Background: an optimization exercise with open tools, aiming at small area, a short achievable clock period and few clock cycles per item. Do not read the settings as production practice.
The RTL was checked by simulation tests, not by an equivalence proof against the original design.

## flow/design.v (module list and top-level ports; edited modules follow where they fit)
// module chord_mac: 1259 lines
module chord_mac (
    input  wire        clk,
    input  wire        rst,
    input  wire        in_valid,
    output wire        in_ready,
    input  wire [2:0]  in_op,
    input  wire        in_x,
    input  wire [31:0] in_a,
    input  wire [31:0] in_b,
    input  wire        in_frac,
    input  wire        in_wrap,
    input  wire        in_rnd,
    input  wire [1:0]  in_form,
    input  wire [6:0]  in_sh7,
    output reg         out_valid,
    output reg  [71:0] out_data,
    output reg         out_flag
);
  // ...
==> flow/run.sh <==
#!/bin/bash
# synth_recipe.tcl (not shown) runs the flow's synth.tcl, then flattens the netlist and writes it again
# the make line also repeats each setting of config.mk as NAME=value (left out here)
make -C /OpenROAD-flow-scripts/flow DESIGN_CONFIG=/design/flow/config.mk WORK_HOME=/design/flow/orfs CLKGATE_MAP_FILE= SYNTH_SCRIPT=/design/flow/synth_recipe.tcl finish
==> flow/config.mk <==
export PLATFORM = sky130hd
export DESIGN_NAME = chord_mac
export DESIGN_NICKNAME = chord_mac
export VERILOG_FILES = /design/flow/design.v
export SDC_FILE = /design/flow/constraint.sdc
export NUM_CORES = 4
export LEC_CHECK = 0
export CAP_MARGIN = 20
export CORE_MARGIN = 2
export CORE_UTILIZATION = 40
export CTS_CLUSTER_DIAMETER = 100
export CTS_CLUSTER_SIZE = 24
export SLEW_MARGIN = 20
==> flow/constraint.sdc <==
create_clock -name core_clock -period 22.0 [get_ports {clk}]
set_input_delay 4.4000 -clock core_clock [delete_from_list [all_inputs] [get_ports {clk}]]
set_output_delay 4.4000 -clock core_clock [all_outputs]
set_load 0.01 [all_outputs]
==> results.yml, run 1 <==
clock_tree:
  cts_resized: 0
  cts_sinks: 664
finish:
  seq_area_mm2: 0.0148
  post_route_cells_drive_above_1_share_pct: 6.92
  dominant_cells: "multi-input combinational cells"
  nClkBuffers: 51
  bufAreaShareNonClock_pct: 3.64
  final_area_mm2: 0.0638
grt:
  antenna_found_initial: 3
  grt_pass1_vias: 50200
status:
  status: "complete, no violations"
min_path:
  hold_path_depth: 0
sta:
  maxSlewHeadroom_pct: 16.7
  grt_setup_unrepaired: "no"
die:
  die_y_um: 390
worst_setup_path:
  crit_type: "primary input to flip-flop"
  cp_common_cell: "buf_4"
detailed_routing:
  drt_pass1_iterations: 6
  wl_met2_um: 95600
  dr_wl_met3_um: 18800
synthesis:
  synthSimpleGateAreaFrac_pct: 10.3
  synth.area.top_cells: "dfxtp_1 (17%), fa_1 (17%), edfxtp_1 (7.3%)"
  synth-edff-count: 144
  yosysUniqueCellTypes: 101
  yosys_register_bits: 664
placement:
  placed_area_mm2: 0.0623
Testbench counts, summed over its fixed seeds: cycles 24,040, items 24,000.
==> inputs of run 2 (changes only) <==
--- a/flow/design.v
+++ b/flow/design.v
@@ -1180,43 +1180,47 @@
         hib2b  <= hibad;
         sat2b  <= mm & (hold | (ovf & ~wrap1));
         satn2b <= hold ? sgs : sum[72];
         s2b    <= ext1 ? (flt1 ? msb : sint) : 7'd23;
         sh2b   <= sh1;
         r2b    <= ext1 ? acce : sum[71:0];
     end
     wire        fill = sgn2b;
-    wire [96:0] wv   = {fill, r2b, 24'd0};
-    wire [96:0] us   = $signed(wv) >>> s2b;
-    wire [71:0] lm;
-    generate
-        for (gn = 0; gn < 72; gn = gn + 1) begin : g_lm
-            assign lm[gn] = (s2b >= gn + 25);
-        end
-    endgenerate
+    wire [96:0] sx0 = {fill, r2b, 24'd0};
+    wire [96:0] sx1 = s2b[0] ? {{ 1{fill}}, sx0[96:1]}  : sx0;
+    wire [96:0] sx2 = s2b[1] ? {{ 2{fill}}, sx1[96:2]}  : sx1;
+    wire [96:0] sx3 = s2b[2] ? {{ 4{fill}}, sx2[96:4]}  : sx2;
+    wire [96:0] sx4 = s2b[3] ? {{ 8{fill}}, sx3[96:8]}  : sx3;
+    wire [96:0] sx5 = s2b[4] ? {{16{fill}}, sx4[96:16]} : sx4;
+    wire [96:0] sx6 = s2b[5] ? {{32{fill}}, sx5[96:32]} : sx5;
+    wire [96:0] sx7 = s2b[6] ? {{64{fill}}, sx6[96:64]} : sx6;
+    wire        stk = (s2b[0] & sx0[0])      | (s2b[1] & |sx1[1:0])  |
+                      (s2b[2] & |sx2[3:0])   | (s2b[3] & |sx3[7:0])  |
+                      (s2b[4] & |sx4[15:0])  | (s2b[5] & |sx5[31:0]) |
+                      (s2b[6] & |sx6[63:0]);
     reg        v3, ext3, flt3, w643, rnd3, sgn3, oz3, flag3, hib3, sat3, satn3, st3;
     reg [7:0]  e3;
     reg [66:0] u3;
     reg [5:0]  rh3;
     always @(posedge clk) begin
         v3    <= v2b & ~rst;
         ext3  <= ext2b;
         flt3  <= flt2b;
         w643  <= w642b;
         rnd3  <= rnd2b;
         sgn3  <= sgn2b;
         oz3   <= oz2b;
         flag3 <= flag2b;
         hib3  <= hib2b;
         sat3  <= sat2b;
         satn3 <= satn2b;
-        st3   <= |(r2b & lm);
+        st3   <= stk;
         e3    <= {1'b0, s2b} + 8'd127 - {sh2b[6], sh2b};
-        u3    <= us[66:0];
+        u3    <= sx7[66:0];
         rh3   <= r2b[71:66];
     end
     wire        finv = flt3 & sgn3;
     wire        g    = u3[0];
     wire        upf  = finv ? (~g | (~st3 & ~u3[1])) : (g & (st3 | u3[1]));
     wire        up   = ext3 & (flt3 ? upf : (rnd3 & g & (st3 | ~sgn3)));
     wire [65:0] vr   = {u3[66:26], u3[25:1] ^ {25{finv}}} + {65'd0, up};
     wire vW   = w643 ? vr[64] : vr[32];
==> flow/flow/run.sh (new file) <==
#!/bin/bash
set -euo pipefail
bash standard.sh SETUP_SLACK_MARGIN=16.5 "BUFFER_PORTS_ARGS=-buffer_cell sky130_fd_sc_hd__buf_2" finish > standard_flow.log 2>&1
==> flow/standard.sh (new file) <==
#!/bin/bash
# synth_recipe.tcl (not shown) runs the flow's synth.tcl, then flattens the netlist and writes it again
# the make line also repeats each setting of config.mk as NAME=value (left out here)
make -C /OpenROAD-flow-scripts/flow DESIGN_CONFIG=/design/flow/config.mk WORK_HOME=/design/flow/orfs CLKGATE_MAP_FILE= SYNTH_SCRIPT=/design/flow/synth_recipe.tcl "${@:-finish}"
removed: flow/run.sh
==> results.yml, run 2 <==
status:
  status: "complete, no violations"
sta:
  worst_pin_slew_ps: 1140
  maxSlewViolCount: 0
  setup_viol: 0
  fin_skew_ps: 57.6
  period_minus_slack_ps: 5500
  grt_setup_unrepaired: "yes"
  finalSetupTns_ps: 0
  maxSlewHeadroom_pct: 24.3
  hold_viol_final: 0
  timing.fmax_ghz: 0.182
  layout_worst_path_cycle_share_pct: 25.0
synthesis:
  synth_most_common_cell: "inv_1"
  syn_avg_cell_area_um2: 9.17
  synthXorXnorAreaFrac_pct: 11.1
  yosys_warnings: 1
  yosysTopAreaCell: "dfxtp_1"
  synth_top_area_share_pct: 17.8
  synth_compound_area_share_pct: 17.6
  yosysUniqueCellTypes: 92
  synthSimpleGateAreaFrac_pct: 9.37
  ys_seq_area_share_pct: 25.1
  synth-edff-count: 144
  synth_fa_ha_area_share_pct: 20.5
  async_flop_share_pct: 0
  muxShareOfSynthArea_pct: 7.90
  synth_common_cells: "inv_1 (762), a22oi_1 (557), dfxtp_1 (520), fa_1 (517), clkbuf_1 (460)"
  ys.flop_type: "dfxtp_1"
  synth_cells: 6394
  netlist_area_mm2: 0.0586
  synth_nets: 7127
  synth_top_family_by_area: "adder cells"
  synth.area.top_cells: "dfxtp_1 (18%), fa_1 (18%), edfxtp_1 (7.4%)"
  yosys_register_bits: 664
run:
  cap_viol_max_count: 0
die:
  die_x_um: 387
  row_count: 140
  die_y_um: 387
  start_util_pct: 40.3
  ios: 158
  die_area_mm2: 0.150
  coreArea_mm2: 0.146
finish:
  syn_to_final_growth_pct: 6.25
  final_common_cell: "inv_1"
  seq_area_mm2: 0.0148
  multi_input_area_mm2: 0.0392
  final_cell_mix: "inv_1 (761), a22oi_1 (556), fa_1 (517)"
  nFillCells: 14200
  final_area_mm2: 0.0623
  nets: 6894
  post_route_cells_drive_above_1_share_pct: 10.8
worst_setup_path:
  crit_type: "flip-flop to output pin"
  cp.arrival_ps: 1100
  critPathTopFamily: "flip-flops"
  critPathLaunchType: "flip-flop"
  cp_slowest_stage_delay_ps: 340
  cp_num_buf_inv: 1
  cp_cell_sequence: "buf_6"
  critical_path.slowest_cell: "dfxtp_2"
  setup.worst_path.end_class: "output pin"
  required_ps: 17600
  cp_max_fo: 1
clock_tree:
  cts.path.max_buffers: 3
  path_clk_slew_ps: 100
  cts_buffers: 37
  cts_sinks: 664
  cts.root.buffer_cell: "clkbuf_16"
  cts_hold_buf: 0
  h-tree-depth: 2
  clk_latency_ps: 650
  cts_tree: "built"
min_path:
  hp-class: "flip-flop to flip-flop"
detailed_routing:
  dr.first_iter.drc_count: 5245
  drt_pass1_iterations: 7
  vias_per_cell: 5.95
  postRouteWirelength_um: 200000
  wl_per_cell_um: 24.6
  ant_nets: 0
  route.detailed.drc: 0
  vias: 48200
grt:
  gr-total-overflow: 0
  grt_max_degree: 93
  grt_first_pass_wirelength_um: 301000
  grt.total_usage_pct: 25.9
  antenna_found_initial: 3
  grt_pass1_vias: 48600
placement:
  port_buffers: 156
  placed_area_mm2: 0.0608
  dpl.hpwl_um: 139000
  gp_congestion: 0.966
[run 2: cell types whose count changed in the layout (fill, tap and decap cells not counted), moves of 24 or more]
cell / delta
buf_2: +132
o21ai_0: -83
buf_6: +28
a21boi_0: -43
nor2_1: -48
a21o_1: +38
o211ai_1: -24
nand2_1: -105
clkdlybuf4s50_1: -155
mux2_2: +35
a21oi_1: -32
[run 2: logic make-up after synthesis]
kind of cell,Yosys count
AO/OA/AOI/OAI,1543
XOR/XNOR,740
adder cells (fa/ha/maj),651
buffers and inverters,1309
flip-flops,664
multiplexers,343
other,1
AND/OR/NAND/NOR,1143
[run 2: cell type report]
type	instances	share of cell area (%)
Multi-Input combinational cell	4422	62.9
Clock inverter	16	0.277
Timing Repair Buffer	269	2.95
Inverter	767	4.63
Clock buffer	46	1.59
Tap cell	1917	3.85
Sequential cell	664	23.8
Antenna cell	1	0.00402
[run 2: per-stage QoR]
stage	hold WS [ps]	util [%]	setup slack (ps)	instances
detailed placement	312	41.8	15310	8036
global placement	312	41.7	15300	8034
CTS	334	42.7	16390	8099
floorplan	310	-	16500	6394
finish	333	42.8	16500	8102
global route	340	42.8	16290	8101
[run 2: worst paths after layout]
check / start / slack (ps) / cells past startpoint / end
max: out_data[13] / 16500 / 1 / out_data[13]
min reg2reg: sh0[1] / 330 / 0 / sh1[1]
max reg2reg: ldx0 / 16620 / 12 / s1[31]
min: sh0[1] / 330 / 0 / sh1[1]
[run 2: layer usage]
layer  global-route usage, %  up-vias  part of all wire, %
met1                    32.6    23300                   39
met2                    41.6     2802                   45
met5                       0        -               0.0065
met4                    13.5        2                  6.1
li1                        -    21300                    -
met3                    5.94      777                   10
[run 2: timing repair]
action / in CTS / in global routing
gates resized for setup: 31 / 46
buffers inserted: 0 / 1
gates cloned: 1 / 0
endpoints found under the setup margin: 192 / 140
pin swaps: 0 / 1
Testbench counts of run 2, summed over its fixed seeds: cycles 24,040, items 24,000.
==> inputs of run 3 (changes only) <==
--- a/flow/config.mk
+++ b/flow/config.mk
@@ -8,5 +8,5 @@
 export CAP_MARGIN = 20
 export CORE_MARGIN = 2
-export CORE_UTILIZATION = 40
+export CORE_UTILIZATION = 55
 export CTS_CLUSTER_DIAMETER = 100
 export CTS_CLUSTER_SIZE = 24
==> results.yml, run 3 <==
status:
  status: "complete, no violations"
die:
  die_area_mm2: 0.109
  start_util_pct: 55.5
  coreArea_mm2: 0.106
  die_y_um: 330
  die_x_um: 330
  ios: 158
  row_count: 119
sta:
  worst_pin_slew_ps: 1230
  finalSetupTns_ps: 0
  maxSlewHeadroom_pct: 17.6
  hold_viol_final: 0
  timing.fmax_ghz: 0.182
  layout_worst_path_cycle_share_pct: 25.0
  setup_viol: 0
  period_minus_slack_ps: 5490
  maxSlewViolCount: 0
  fin_skew_ps: 27.9
  grt_setup_unrepaired: "yes"
worst_setup_path:
  critical_path.slowest_cell: "dfxtp_2"
  setup.worst_path.end_class: "output pin"
  critPathTopFamily: "flip-flops"
  required_ps: 17600
  critPathLaunchType: "flip-flop"
  crit_type: "flip-flop to output pin"
  cp_max_fo: 1
  cp_cell_sequence: "buf_6"
  critPathLaunch: "out_data[29]"
  ff2ff_setup_slack_ps: 16580
  cp.arrival_ps: 1090
  cp_num_buf_inv: 1
  cp_slowest_stage_delay_ps: 340
  r2r_start: "gb1"
clock_tree:
  cts_buffers: 37
  cts_tree: "built"
  cts_sinks: 664
  clk_latency_ps: 640
  path_clk_slew_ps: 90
  h-tree-depth: 2
  cts.root.buffer_cell: "clkbuf_16"
  cts.path.max_buffers: 3
synthesis:
  syn_avg_cell_area_um2: 9.17
  yosysTopAreaCell: "dfxtp_1"
  yosys_register_bits: 664
  netlist_area_mm2: 0.0586
  synth_top_area_share_pct: 17.8
  yosysUniqueCellTypes: 92
  synth_common_cells: "inv_1 (762), a22oi_1 (557), dfxtp_1 (520), fa_1 (517), clkbuf_1 (460)"
  async_flop_share_pct: 0
  yosys_warnings: 1
  synth_nets: 7127
  synth_cells: 6394
  synth_most_common_cell: "inv_1"
  synth-edff-count: 144
  synth.area.top_cells: "dfxtp_1 (18%), fa_1 (18%), edfxtp_1 (7.4%)"
  ys.flop_type: "dfxtp_1"
  ys_seq_area_share_pct: 25.1
placement:
  port_buffers: 156
  placed_area_mm2: 0.0602
  dpl.hpwl_um: 141000
  gp_congestion: 1.02
detailed_routing:
  ant_nets: 0
  postRouteWirelength_um: 202000
  vias_per_cell: 6.37
  dr.first_iter.drc_count: 4767
  route.detailed.drc: 0
  wl_per_cell_um: 26.7
  drt_pass1_iterations: 7
  vias: 48300
finish:
  final_area_mm2: 0.0618
  multi_input_area_mm2: 0.0392
  nFillCells: 9464
  post_route_cells_drive_above_1_share_pct: 11.2
  final_common_cell: "inv_1"
  final_cell_mix: "inv_1 (760), a22oi_1 (553), fa_1 (517)"
  nets: 6901
  seq_area_mm2: 0.0148
  syn_to_final_growth_pct: 5.38
grt:
  gr-total-overflow: 0
  grt.total_usage_pct: 36.6
  grt_first_pass_wirelength_um: 301000
  grt_max_degree: 116
  antenna_found_initial: 1
  grt_pass1_vias: 48000
min_path:
  hp-class: "flip-flop to flip-flop"
  min_from: "clr0"
run:
  cap_viol_max_count: 0
==> run 3: changes by cell type in the layout (fill, tap and decap cells not counted), sizes merged <==
cell	delta
buf	+10
bufinv	+1
clkbuf	-4
clkinv	-5
inv	+4
mux2i	-1
==> run 3: through the flow <==
step | instances | hold WS (ps) | util, % | setup slack, ps
floorplan | 6394 | 310 | - | 16500
global placement | 7513 | 310 | 57.0 | 15570
detailed placement | 7514 | 312 | 57.0 | 15540
CTS | 7574 | 333 | 58.2 | 16450
global route | 7580 | 340 | 58.5 | 16380
finish | 7581 | 332 | 58.5 | 16510
==> run 3: layer usage <==
metal | global-route usage (%) | vias to the layer above | wire length (um)
met4 | 23.7 | 2 | 15500
met5 | 0 | - | 7
met1 | 43.9 | 23300 | 74500
met3 | 7.28 | 831 | 18300
met2 | 60.2 | 2859 | 93800
li1 | - | 21300 | -
==> run 3: final cells by class <==
| cell class | instances | share of cell area [%] |
|---|---|---|
| Sequential cell | 664 | 24.0 |
| Tap cell | 1391 | 2.82 |
| Clock buffer | 44 | 1.54 |
| Timing Repair Buffer | 277 | 3.27 |
| Clock inverter | 16 | 0.294 |
| Antenna cell | 1 | 0.00405 |
| Multi-Input combinational cell | 4421 | 63.4 |
| Inverter | 767 | 4.66 |
==> run 3: path summary, 6_finish.rpt <==
check | cells after the start | end
worst max-delay path | 1 | out_data[29]
worst min-delay path | 0 | clr1
worst max register to register | 22 | hib2b
worst min register to register | 0 | clr1
==> run 3: logic make-up after synthesis <==
group                      share of synthesized area, %
muxes                                              7.90
AOI/OAI and AO/OA                                  17.6
xor gates and xnor gates                           11.1
buffers and inverters                              8.45
DFF                                                25.1
adders and majority gates                          20.5
and+or+nand+nor                                    9.37
other                                           0.00640
==> run 3: repair_timing <==
item,in CTS,in global routing
pin swaps,0,2
resized for setup,38,74
hold buffers,0,0
setup buffers,0,6
setup endpoints to repair,168,114
==> inputs of run 4 (changes only) <==
--- a/flow/config.mk
+++ b/flow/config.mk
@@ -6,8 +6,8 @@
 export NUM_CORES = 4
 export LEC_CHECK = 0
-export CAP_MARGIN = 20
+export CAP_MARGIN = 5
 export CORE_MARGIN = 2
-export CORE_UTILIZATION = 55
+export CORE_UTILIZATION = 40
 export CTS_CLUSTER_DIAMETER = 100
 export CTS_CLUSTER_SIZE = 24
-export SLEW_MARGIN = 20
+export SLEW_MARGIN = 5
==> results.yml, run 4 <==
sta:
  period_minus_slack_ps: 5490
  maxSlewHeadroom_pct: 12.1
  layout_worst_path_cycle_share_pct: 25.0
  maxSlewViolCount: 0
  setup_viol: 0
  fin_skew_ps: 58.7
  timing.fmax_ghz: 0.182
  hold_viol_final: 0
  fin_hold_ws_ps: 334
  grt_setup_unrepaired: "yes"
  finalSetupTns_ps: 0
  worst_pin_slew_ps: 1290
synthesis:
  yosysUniqueCellTypes: 92
  ys.flop_type: "dfxtp_1"
  yosys_register_bits: 664
  synth_nets: 7127
  ys_seq_area_share_pct: 25.1
  syn_avg_cell_area_um2: 9.17
  synth_cells: 6394
  yosysTopAreaCell: "dfxtp_1"
  netlist_area_mm2: 0.0586
  synth_most_common_cell: "inv_1"
  synth_common_cells: "inv_1 (762), a22oi_1 (557), dfxtp_1 (520), fa_1 (517), clkbuf_1 (460)"
  synth-edff-count: 144
  async_flop_share_pct: 0
  synth.area.top_cells: "dfxtp_1 (18%), fa_1 (18%), edfxtp_1 (7.4%)"
  synth_top_area_share_pct: 17.8
  yosys_warnings: 1
worst_setup_path:
  critical_path.slowest_cell: "dfxtp_2"
  setup.worst_path.end_class: "output pin"
  critPathTopFamily: "flip-flops"
  required_ps: 17600
  cp_slowest_stage_delay_ps: 360
  cp.arrival_ps: 1090
  cp_max_fo: 1
  critPathLaunchType: "flip-flop"
  cp_cell_sequence: "buf_6"
  cp_num_buf_inv: 1
  crit_type: "flip-flop to output pin"
detailed_routing:
  drt_pass1_iterations: 10
  dr.first_iter.drc_count: 5024
  route.detailed.drc: 0
  wl_per_cell_um: 24.7
  ant_nets: 0
  postRouteWirelength_um: 200000
  vias_per_cell: 5.94
  vias: 48200
clock_tree:
  cts_hold_buf: 0
  path_clk_slew_ps: 90
  cts_sinks: 664
  h-tree-depth: 2
  clk_latency_ps: 650
  cts_buffers: 38
  cts.path.max_buffers: 3
  cts_tree: "built"
  cts.root.buffer_cell: "clkbuf_16"
grt:
  grt.total_usage_pct: 26.0
  antenna_found_initial: 3
  grt_pass1_vias: 48500
  gr-total-overflow: 0
  grt_first_pass_wirelength_um: 302000
  grt_max_degree: 93
die:
  ios: 158
  row_count: 140
  die_y_um: 387
  start_util_pct: 40.3
  die_x_um: 387
  die_area_mm2: 0.150
  coreArea_mm2: 0.146
finish:
  final_cell_mix: "inv_1 (760), a22oi_1 (555), fa_1 (517)"
  syn_to_final_growth_pct: 6.32
  nets: 6894
  final_common_cell: "inv_1"
  post_route_cells_drive_above_1_share_pct: 10.8
min_path:
  hp-class: "flip-flop to flip-flop"
placement:
  gp_congestion: 0.966
  dpl.hpwl_um: 138000
  port_buffers: 156
run:
  cap_viol_max_count: 0
status:
  status: "complete, no violations"
==> run 4: metrics by stage <==
stage	util (%)	setup WS [ps]	instance area, um2	instances
finish	42.8	16510	62300	8103
global route	42.8	16250	62300	8101
CTS	42.7	16450	62200	8098
detailed placement	41.7	15300	60800	8034
global placement	41.7	15300	60800	8034
floorplan	-	16500	58600	6394
==> run 4: worst paths after layout <==
path         slack, ps          from            to  cells after the start
max              16510  out_data[69]  out_data[69]                      1
min                330          rnd1         rnd2b                      0
max reg2reg      16580          ldx0        s1[31]                     12
min reg2reg        330          rnd1         rnd2b                      0
==> run 4: cells by family (layout without fill, tap and decap cells) <==
family | Yosys count | count (layout) | synth area share [%]
flops | 664 | 664 | 25.1
compound gates | 1543 | 1543 | 17.6
other cells | 1 | 3 | 0.00640
simple gates | 1143 | 1143 | 9.37
xor+xnor | 740 | 740 | 11.1
fa+ha+maj | 651 | 651 | 20.5
mux | 343 | 344 | 7.90
buf+inv | 1309 | 1098 | 8.45
==> run 4: metal layers <==
metal / GRT usage, % / part of all wire (%)
met1: 32.7 / 40
met2: 41.8 / 45
met3: 5.79 / 9.5
met4: 13.3 / 5.9
met5: 0 / 0.0050
==> run 4: area by class of cell <==
cell class	count	area [um2]
Fill cell	14200	83200
Sequential cell	664	14800
Clock buffer	49	1100
Inverter	767	2880
Antenna cell	2	5.00
Multi-Input combinational cell	4422	39200
Clock inverter	14	175
Tap cell	1917	2400
Timing Repair Buffer	268	1780
==> run 4: timing repair <==
action / CTS / global route
setup buffers: 0 / 3
endpoints found under the setup margin: 201 / 119
gates cloned: 1 / 0
gates resized for setup: 28 / 39
pin swaps: 0 / 1
==> inputs of run 5 (changes only) <==
--- a/flow/config.mk
+++ b/flow/config.mk
@@ -6,8 +6,8 @@
 export NUM_CORES = 4
 export LEC_CHECK = 0
-export CAP_MARGIN = 5
+export CAP_MARGIN = 0
 export CORE_MARGIN = 2
 export CORE_UTILIZATION = 40
 export CTS_CLUSTER_DIAMETER = 100
 export CTS_CLUSTER_SIZE = 24
-export SLEW_MARGIN = 5
+export SLEW_MARGIN = 0
==> results.yml, run 5 <==
status:
  status: "complete, no violations"
worst_setup_path:
  cp_num_buf_inv: 1
  critPathLaunchType: "flip-flop"
  required_ps: 17600
  setup.worst_path.end_class: "output pin"
  critPathLaunch: "out_data[69]"
  critical_path.slowest_cell: "dfxtp_2"
  crit_type: "flip-flop to output pin"
  r2r_start: "ldx0"
  critPathTopFamily: "flip-flops"
  cp_slowest_stage_delay_ps: 360
  cp_max_fo: 1
  cp_cell_sequence: "buf_6"
  cp.arrival_ps: 1090
finish:
  multi_input_area_mm2: 0.0392
  final_area_mm2: 0.0623
  post_route_cells_drive_above_1_share_pct: 10.8
  syn_to_final_growth_pct: 6.32
  final_common_cell: "inv_1"
  seq_area_mm2: 0.0148
  nFillCells: 14200
  nets: 6894
  final_cell_count_no_fill: 8103
  final_cell_mix: "inv_1 (760), a22oi_1 (555), fa_1 (517)"
detailed_routing:
  dr.first_iter.drc_count: 5024
  route.detailed.drc: 0
  drt_pass1_iterations: 10
  ant_nets: 0
  vias: 48200
  wl_per_cell_um: 24.7
  vias_per_cell: 5.94
  postRouteWirelength_um: 200000
placement:
  port_buffers: 156
  placed_area_mm2: 0.0608
  dpl.hpwl_um: 138000
  placedCellCount: 8034
  gp_congestion: 0.966
die:
  die_y_um: 387
  coreArea_mm2: 0.146
  die_area_mm2: 0.150
  start_util_pct: 40.3
  row_count: 140
  ios: 158
  die_x_um: 387
synthesis:
  ys_seq_area_share_pct: 25.1
  async_flop_share_pct: 0
  synth_most_common_cell: "inv_1"
  synth.area.top_cells: "dfxtp_1 (18%), fa_1 (18%), edfxtp_1 (7.4%)"
  yosys_warnings: 1
  synth_nets: 7127
  yosysTopAreaCell: "dfxtp_1"
  synth_top_area_share_pct: 17.8
  ys.flop_type: "dfxtp_1"
  synth_common_cells: "inv_1 (762), a22oi_1 (557), dfxtp_1 (520), fa_1 (517), clkbuf_1 (460)"
  synth-edff-count: 144
  netlist_area_mm2: 0.0586
  yosysUniqueCellTypes: 92
  yosys_register_bits: 664
  syn_avg_cell_area_um2: 9.17
  synth_cells: 6394
sta:
  maxSlewViolCount: 0
  worst_pin_slew_ps: 1290
  maxSlewHeadroom_pct: 12.1
  finalSetupTns_ps: 0
  layout_worst_path_cycle_share_pct: 25.0
  setup_viol: 0
  period_minus_slack_ps: 5490
  grt_setup_unrepaired: "yes"
  hold_viol_final: 0
  fin_skew_ps: 58.7
  timing.fmax_ghz: 0.182
min_path:
  hp-class: "flip-flop to flip-flop"
  min_from: "rnd1"
grt:
  gr-total-overflow: 0
  grt_first_pass_wirelength_um: 302000
  grt.total_usage_pct: 26.0
  grt_max_degree: 93
  antenna_found_initial: 3
  grt_pass1_vias: 48500
clock_tree:
  path_clk_slew_ps: 90
  cts_sinks: 664
  cts.path.max_buffers: 3
  cts_tree: "built"
  cts_hold_buf: 0
  cts_buffers: 38
  h-tree-depth: 2
  cts.root.buffer_cell: "clkbuf_16"
  clk_latency_ps: 650
run:
  cap_viol_max_count: 0
## run 5: routing by layer
metal / routed length (um) / part of all wire [%] / GRT usage (%) / vias up
met4: 11700 / 5.9 / 13.3 / 2
met1: 79300 / 40 / 32.7 / 23400
met5: 10 / 0.0050 / 0 / -
met3: 19000 / 9.5 / 5.79 / 703
met2: 90000 / 45 / 41.8 / 2728
li1: - / - / - / 21300
## run 5: worst paths after layout
kind	to	slack [ps]	cells after the start
setup / recovery	out_data[69]	16510	1
hold / removal	rnd2b	330	0
setup reg to reg	s1[31]	16580	12
hold reg to reg	rnd2b	330	0
## run 5: final cells by class
cell class / count / area share [%]
multi-input combinational: 4422 / 62.9
sequential: 664 / 23.8
inverter: 767 / 4.62
tap: 1917 / 3.85
timing repair buffer: 268 / 2.86
clock buffer: 49 / 1.76
clock inverter: 14 / 0.281
antenna: 2 / 0.00803
## run 5: cells by family after synthesis
kind of cell	after synthesis	synth area share (%)
AO/OA/AOI/OAI	1543	17.6
buffers and inverters	1309	8.45
AND/OR/NAND/NOR	1143	9.37
XOR/XNOR	740	11.1
flip-flops	664	25.1
adder cells (fa/ha/maj)	651	20.5
multiplexers	343	7.90
other	1	0.00640
## run 5: what timing repair did
| item | in CTS | in global routing |
|---|---|---|
| pin swaps | 0 | 1 |
| setup buffers | 0 | 3 |
| cloned | 1 | 0 |
| hold endpoints to repair | 0 | 0 |
| resized for setup | 28 | 39 |
| setup endpoints to repair | 201 | 119 |
## run 5: stage by stage
step | setup WS, ps | hold WS [ps] | util, %
floorplan | 16500 | 310 | -
global placement | 15300 | 312 | 41.7
detailed placement | 15300 | 312 | 41.7
CTS | 16450 | 335 | 42.7
global route | 16250 | 340 | 42.8
finish | 16510 | 334 | 42.8
==> inputs of run 6 (changes only) <==
==> flow/flow/run.sh (replaced) <==
#!/bin/bash
set -euo pipefail
VARS=(SETUP_SLACK_MARGIN=16.5 "BUFFER_PORTS_ARGS=-buffer_cell sky130_fd_sc_hd__buf_2")
R="$PWD/orfs/results/${FLOW_PLATFORM:-sky130hd}/chord_mac/base"
bash standard.sh "${VARS[@]}" synth > synth.log 2>&1
cp "$R/1_2_yosys.v" "$R/1_2_yosys.std.v"
python3 flow/fixpol.py "$R/1_2_yosys.v" > fixpol.log 2>&1
sleep 1
touch "$R/1_2_yosys.v"
bash standard.sh "${VARS[@]}" finish > standard_flow.log 2>&1
==> flow/flow/fixpol.py (new file) <==
#!/usr/bin/env python3
"""Remove inverters around full adders in a Yosys-written sky130 netlist.

A full adder with all three inputs inverted gives both outputs inverted:
FA(~a, ~b, ~c) = (~sum, ~cout).  For each sky130_fd_sc_hd__fa_* cell the
script decides whether to use the inverted form, when that removes more
inverter cells than it adds, and rewires the netlist.  Nothing else
changes; flip-flops and all other cells are kept as they are.

usage: fixpol.py netlist.v [out.v]
"""
import re, sys

src = open(sys.argv[1]).read()
out = sys.argv[2] if len(sys.argv) > 2 else sys.argv[1]

mod_start = src.index("module ")
cell_re = re.compile(r"  (sky130_fd_sc_hd__\w+) (\S+)\s+\((.*?)\n  \);\n", re.S)
pin_re = re.compile(r"\.(\w+)\((.*?)\)(?:,|\s*$)", re.S)

cells = {}        # name -> [type, {pin: net}]
order = []
first = None
last = None
ncells = 0
for m in cell_re.finditer(src):
    ncells += 1
    typ, name, body = m.group(1), m.group(2), m.group(3)
    pins = {}
    for pm in re.finditer(r"\.(\w+)\(([^()]*)\)", body):
        pins[pm.group(1)] = pm.group(2).strip()
    cells[name] = [typ, pins]
    order.append(name)
    if first is None:
        first = m.start()
    last = m.end()

assert ncells == src.count("\n  sky130_fd_sc_hd__"), (ncells, src.count("\n  sky130_fd_sc_hd__"))
OUTS = {"X", "Y", "Q", "Q_N", "SUM", "COUT", "HI", "LO"}

def is_inv(t):
    return re.match(r"sky130_fd_sc_hd__(inv|clkinv)_\d+$", t) is not None

def is_fa(t):
    return re.match(r"sky130_fd_sc_hd__fa_\d+$", t) is not None

driver = {}
loads = {}
def rebuild():
    driver.clear(); loads.clear()
    for n, (t, pins) in cells.items():
        for p, net in pins.items():
            if p in OUTS:
                driver[net] = (n, p)
            else:
                loads.setdefault(net, []).append((n, p))
rebuild()

ports = set()
hdr = src[mod_start:src.index(");", mod_start)]
for decl in re.findall(r"^\s*(?:output|inout)\s+(?:\[[^\]]*\]\s*)?(\S+);", src, re.M):
    ports.add(decl)
def is_port(net):
    base = net.split("[")[0].strip()
    return base in ports or net in ports

newn = [0]
new_wires = []
def fresh():
    newn[0] += 1
    w = f"_pol{newn[0]}_"
    new_wires.append(w)
    return w

ninv = [0]
def add_inv(a, y):
    newn[0] += 1
    name = f"_polinv{newn[0]}_"
    cells[name] = ["sky130_fd_sc_hd__inv_1", {"A": a, "Y": y}]
    order.append(name)
    ninv[0] += 1

def inv_of(net):
    """an existing inverter driven by net, or None"""
    for (c, p) in loads.get(net, []):
        if is_inv(cells[c][0]) and p == "A":
            return c
    return None

def gain(fa):
    t, pins = cells[fa]
    g = 0
    for p in ("A", "B", "CIN"):
        n = pins[p]
        d = driver.get(n)
        if d and is_inv(cells[d[0]][0]):
            if len(loads.get(n, [])) == 1 and not is_port(n):
                g += 1
        else:
            if inv_of(n) is None:
                g -= 1
    for p in ("SUM", "COUT"):
        n = pins[p]
        ls = loads.get(n, [])
        others = [l for l in ls if not (is_inv(cells[l[0]][0]) and l[1] == "A")]
        invs = [l for l in ls if (is_inv(cells[l[0]][0]) and l[1] == "A")]
        g += len(invs)
        if others or is_port(n):
            g -= 1
    return g

def flip(fa):
    t, pins = cells[fa]
    for p in ("A", "B", "CIN"):
        n = pins[p]
        d = driver.get(n)
        if d and is_inv(cells[d[0]][0]):
            src_net = cells[d[0]][1]["A"]
            pins[p] = src_net
            if len(loads.get(n, [])) == 1 and not is_port(n):
                del cells[d[0]]
        else:
            e = inv_of(n)
            if e is not None:
                pins[p] = cells[e][1]["Y"]
            else:
                w = fresh()
                add_inv(n, w)
                pins[p] = w
        rebuild()
    for p in ("SUM", "COUT"):
        n = pins[p]
        ls = list(loads.get(n, []))
        invs = [l for l in ls if (is_inv(cells[l[0]][0]) and l[1] == "A")]
        others = [l for l in ls if not (is_inv(cells[l[0]][0]) and l[1] == "A")]
        # the FA now drives ~n on a new net
        nn = fresh()
        pins[p] = nn
        # inverters on n computed ~n: remove them, their loads take nn
        for (c, _) in invs:
            y = cells[c][1]["Y"]
            if is_port(y):
                # keep a driver named y: an inverter pair is not wanted,
                # so turn this inverter into a buffer-free rename is not
                # possible; keep it as inverter of ... (rare) -> re-add
                cells[c][1]["A"] = n  # will be driven below
                continue
            for (lc, lp) in loads.get(y, []):
                cells[lc][1][lp] = nn
            del cells[c]
        rebuild()
        if others or is_port(n) or any(cells.get(c) for (c, _) in invs):
            add_inv(nn, n)
        rebuild()

changed = True
rounds = 0
flipped = 0
while changed and rounds < 20:
    changed = False
    rounds += 1
    for fa in [c for c in order if c in cells and is_fa(cells[c][0])]:
        if gain(fa) > 0:
            before = sum(1 for c in cells.values() if is_inv(c[0]))
            flip(fa)
            after = sum(1 for c in cells.values() if is_inv(c[0]))
            assert after < before, (fa, before, after)
            flipped += 1
            changed = True

# write back
body = []
for n in order:
    if n not in cells:
        continue
    t, pins = cells[n]
    pl = ",\n".join(f"    .{p}({v}{' ' if v.startswith(chr(92)) else ''})" for p, v in pins.items())
    body.append(f"  {t} {n}{' ' if n.startswith(chr(92)) else ''} (\n{pl}\n  );\n")
head = src[:first]
# declare new wires right after the module header's first wire declarations
wires = "".join(f"  wire {w};\n" for w in new_wires)
head = head.replace(");\n", ");\n" + wires, 1) if False else head
ins = head.index(";\n", head.index("module ")) + 2
head = head[:ins] + wires + head[ins:]
open(out, "w").write(head + "".join(body) + src[last:])
ni = sum(1 for c in cells.values() if is_inv(c[0]))
sys.stderr.write(f"fixpol: flipped {flipped} full adders in {rounds} rounds; inverters now {ni}\n")
--- a/flow/config.mk
+++ b/flow/config.mk
@@ -6,8 +6,8 @@
 export NUM_CORES = 4
 export LEC_CHECK = 0
-export CAP_MARGIN = 0
+export CAP_MARGIN = 20
 export CORE_MARGIN = 2
 export CORE_UTILIZATION = 40
 export CTS_CLUSTER_DIAMETER = 100
 export CTS_CLUSTER_SIZE = 24
-export SLEW_MARGIN = 0
+export SLEW_MARGIN = 20
==> results.yml, run 6 <==
worst_setup_path:
  cp_cell_sequence: "buf_6"
  crit_type: "flip-flop to output pin"
  cp_slowest_stage_delay_ps: 370
  critPathTopFamily: "flip-flops"
  required_ps: 17600
  cp_max_fo: 1
  critPathLaunchType: "flip-flop"
  cp.arrival_ps: 1150
  critical_path.slowest_cell: "dfxtp_4"
  cp_num_buf_inv: 1
  setup.worst_path.end_class: "output pin"
clock_tree:
  cts.path.max_buffers: 3
  cts_buffers: 40
  clk_latency_ps: 680
  h-tree-depth: 2
  cts_tree: "built"
  cts_sinks: 664
  cts.root.buffer_cell: "clkbuf_16"
  path_clk_slew_ps: 90
sta:
  worst_pin_slew_ps: 1210
  setup_viol: 0
  timing.fmax_ghz: 0.180
  hold_viol_final: 0
  layout_worst_path_cycle_share_pct: 25.2
  period_minus_slack_ps: 5550
  grt_setup_unrepaired: "yes"
  finalSetupTns_ps: 0
  fin_hold_ws_ps: 332
  maxSlewHeadroom_pct: 19.2
  maxSlewViolCount: 0
  fin_skew_ps: 56.5
  setup_ws_ps: 16450
detailed_routing:
  vias: 46500
  dr.first_iter.drc_count: 4412
  vias_per_cell: 6.06
  postRouteWirelength_um: 199000
  wl_per_cell_um: 26.0
  drt_pass1_iterations: 7
  route.detailed.drc: 0
  ant_nets: 0
finish:
  antennaDiodeCount: 0
  final_cell_mix: "a22oi_1 (557), fa_1 (517), dfxtp_1 (455)"
  nets: 6497
  syn_to_final_growth_pct: 6.47
  nFillCells: 13800
  post_route_cells_drive_above_1_share_pct: 11.4
  final_area_mm2: 0.0609
  final_common_cell: "a22oi_1"
grt:
  grt_pass1_vias: 47200
  gr-total-overflow: 0
  grt.total_usage_pct: 26.7
  grt_max_degree: 86
  grt_first_pass_wirelength_um: 299000
  antenna_found_initial: 3
die:
  ios: 158
  die_x_um: 382
  coreArea_mm2: 0.142
  start_util_pct: 40.3
  die_area_mm2: 0.146
  row_count: 138
  die_y_um: 382
synthesis:
  yosys_warnings: 1
  syn_avg_cell_area_um2: 9.52
  synth_cells: 6005
  synth_nets: 6738
  netlist_area_mm2: 0.0572
placement:
  gp_congestion: 0.945
  dpl.hpwl_um: 140000
  placed_area_mm2: 0.0592
  port_buffers: 156
  pre_cts_slack_ps: 15340
status:
  status: "complete, no violations"
min_path:
  hp-class: "flip-flop to flip-flop"
run:
  cap_viol_max_count: 0
==> run 6: per-stage QoR <==
step                util [%]  std cells
detailed placement      41.8       7608
global placement        41.8       7608
finish                  42.9       7682
CTS                     42.8       7680
floorplan                  -       6005
global route            42.9       7682
==> run 6: path summary, 6_finish.rpt <==
| check | slack, ps | to | depth (start not counted) | start |
|---|---|---|---|---|
| hold / removal | 330 | rnd2b | 0 | rnd1 |
| setup / recovery | 16450 | out_data[69] | 1 | out_data[69] |
| hold reg to reg | 330 | rnd2b | 0 | rnd1 |
| setup reg to reg | 16570 | st3 | 11 | s2b[0] |
==> run 6: routing by layer <==
metal / vias to the layer above / global-route usage, % / share of wire (%) / wire length, um
met5: - / 0 / 0.014 / 28
met4: 4 / 13.5 / 5.7 / 11300
met3: 654 / 5.20 / 8.8 / 17600
met2: 2561 / 44.0 / 46 / 92500
met1: 22800 / 33.4 / 39 / 78000
li1: 20500 / - / - / -
==> run 6: area by class of cell <==
cell class / count / area, um2 / share of cell area [%]
multi-input cells: 4422 / 39200 / 64.4
flip-flops and latches: 664 / 14800 / 24.4
well taps: 1890 / 2360 / 3.89
repair buffers: 258 / 1740 / 2.87
inverters: 378 / 1420 / 2.34
clock buffers: 57 / 1090 / 1.78
clock inverters: 13 / 241 / 0.397
==> run 6: repair_timing <==
action	CTS	global route
resized for setup	40	34
hold buffers	0	0
pin swaps	0	1
setup endpoints to repair	156	144
buffers inserted	1	1
gates cloned	1	0
==> inputs of run 7 (changes only) <==
--- a/flow/flow/run.sh
+++ b/flow/flow/run.sh
@@ -1,5 +1,5 @@
 #!/bin/bash
 set -euo pipefail
-VARS=(SETUP_SLACK_MARGIN=16.5 "BUFFER_PORTS_ARGS=-buffer_cell sky130_fd_sc_hd__buf_2")
+VARS=(SETUP_SLACK_MARGIN=16.7 "BUFFER_PORTS_ARGS=-buffer_cell sky130_fd_sc_hd__buf_2")
 R="$PWD/orfs/results/${FLOW_PLATFORM:-sky130hd}/chord_mac/base"
 bash standard.sh "${VARS[@]}" synth > synth.log 2>&1
==> results.yml, run 7 <==
status:
  status: "complete, no violations"
detailed_routing:
  vias_per_cell: 6.02
  wl_per_cell_um: 25.6
  ant_nets: 0
  dr.first_iter.drc_count: 4322
  vias: 46200
  postRouteWirelength_um: 197000
  drt_pass1_iterations: 6
  route.detailed.drc: 0
sta:
  setup_viol: 0
  period_minus_slack_ps: 5550
  fin_skew_ps: 85.1
  layout_worst_path_cycle_share_pct: 25.2
  maxSlewHeadroom_pct: 18.5
  hold_viol_final: 0
  timing.fmax_ghz: 0.180
  grt_setup_unrepaired: "yes"
  worst_pin_slew_ps: 1220
  maxSlewViolCount: 0
  finalSetupTns_ps: 0
grt:
  gr-total-overflow: 0
  grt.total_usage_pct: 26.2
  grt_max_degree: 79
  grt_pass1_vias: 46700
  grt_first_pass_wirelength_um: 295000
  antenna_found_initial: 1
worst_setup_path:
  required_ps: 17600
  critPathLaunch: "out_data[67]"
  crit_type: "flip-flop to output pin"
  r2r_start: "ldx0"
  cp_cell_sequence: "buf_6"
  critPathLaunchType: "flip-flop"
  cp_max_fo: 1
  setup.worst_path.end_class: "output pin"
  cp.arrival_ps: 1150
  critPathTopFamily: "flip-flops"
  cp_slowest_stage_delay_ps: 370
  cp_num_buf_inv: 1
  critical_path.slowest_cell: "dfxtp_4"
die:
  die_x_um: 382
  start_util_pct: 40.3
  row_count: 138
  die_area_mm2: 0.146
  die_y_um: 382
  coreArea_mm2: 0.142
  ios: 158
placement:
  port_buffers: 156
  placed_area_mm2: 0.0592
  gp_congestion: 0.947
  dpl.hpwl_um: 136000
finish:
  syn_to_final_growth_pct: 6.88
  post_route_cells_drive_above_1_share_pct: 11.8
  final_cell_mix: "a22oi_1 (547), fa_1 (517), dfxtp_1 (454)"
  final_common_cell: "a22oi_1"
  nets: 6499
  final_area_mm2: 0.0611
clock_tree:
  cts_buffers: 39
  cts.root.buffer_cell: "clkbuf_16"
  cts_tree: "built"
  clk_latency_ps: 670
  h-tree-depth: 2
  path_clk_slew_ps: 90
  cts.path.max_buffers: 3
  cts_sinks: 664
synthesis:
  yosys_warnings: 1
  synth_nets: 6738
  synth_cells: 6005
  syn_avg_cell_area_um2: 9.52
  netlist_area_mm2: 0.0572
min_path:
  min_from: "flt2b"
  hp-class: "flip-flop to flip-flop"
run:
  cap_viol_max_count: 0
-- run 7: cell type report --
cell class              count  area (um2)
fillers                 13800       80700
repair buffers            261        1900
flip-flops and latches    664       14800
clock buffers              50        1040
clock inverters            15         270
inverters                 378        1420
diodes                      2        5.00
multi-input cells        4422       39300
well taps                1890        2360
-- run 7: per-layer routing --
metal	GRT usage (%)	vias to the layer above	part of all wire [%]
li1	-	20500	-
met1	33.0	22600	39
met2	42.7	2497	46
met3	5.49	606	8.9
met4	12.6	0	5.4
met5	0.0331	-	0
-- run 7: metrics by stage --
stage	std cells	hold WS (ps)	utilization (%)	worst slack (ps)
2_1_floorplan	6005	310	-	16510
3_3_place_gp	7608	313	41.8	15450
3_5_place_dp	7608	313	41.8	15430
4_1_cts	7676	333	42.9	16410
5_1_grt	7680	332	43.1	16420
6_report	7682	331	43.1	16450
-- run 7: worst paths after layout --
check	endpoint	slack [ps]	cells past startpoint
worst max-delay path	out_data[67]	16450	1
worst min-delay path	flt3	330	0
worst max register to register	s1[31]	16820	13
worst min register to register	flt3	330	0
-- run 7: timing repair --
action                     4_1_cts  5_1_grt
buffers inserted                 1        2
pin swaps                        0        3
gates resized for setup         50       64
setup endpoints to repair      238      204
gates cloned                     2        2
hold buffers                     0        0

## re-timing with driven ports
How much do the figures lean on ideal ports? The routed layouts below were timed once more, with nothing changed but the port constraints. Step 1, drivers: a clkbuf_16 drives clk and a buf_2 each remaining input, both assumed. Step 2 adds t to the input delays and takes it off the output delays; t is the mean of the earliest and latest rising clock arrival at the registers after step 1. Input paths then give back, and output paths get back, about the clock's delay inside the block. Slacks: no drivers / after step 1 / after step 2; pairs: no drivers / after step 1.
run	t (ns)	setup WS [ns]	worst setup path at the end	slew at the worst register clock pin (ns)
run 1	0.720	15.719 / 15.720 / 15.053	input to register	0.11 / 0.11
run 2	0.701	16.502 / 16.426 / 15.913	input to register	0.10 / 0.10
run 3	0.699	16.508 / 16.434 / 15.946	input to register	0.10 / 0.10
run 4	0.699	16.506 / 16.428 / 15.873	input to register	0.10 / 0.10
run 5	0.699	16.506 / 16.428 / 15.873	input to register	0.10 / 0.10
run 6	0.724	16.450 / 16.378 / 15.932	input to register	0.11 / 0.11
run 7	0.713	16.450 / 16.369 / 16.156	input to register	0.10 / 0.10
After both steps setup and hold are still met in every run listed. For run 1, which loses most, drivers alone change the setup slack by +0.001 ns; drivers and shift together by -0.666 ns.
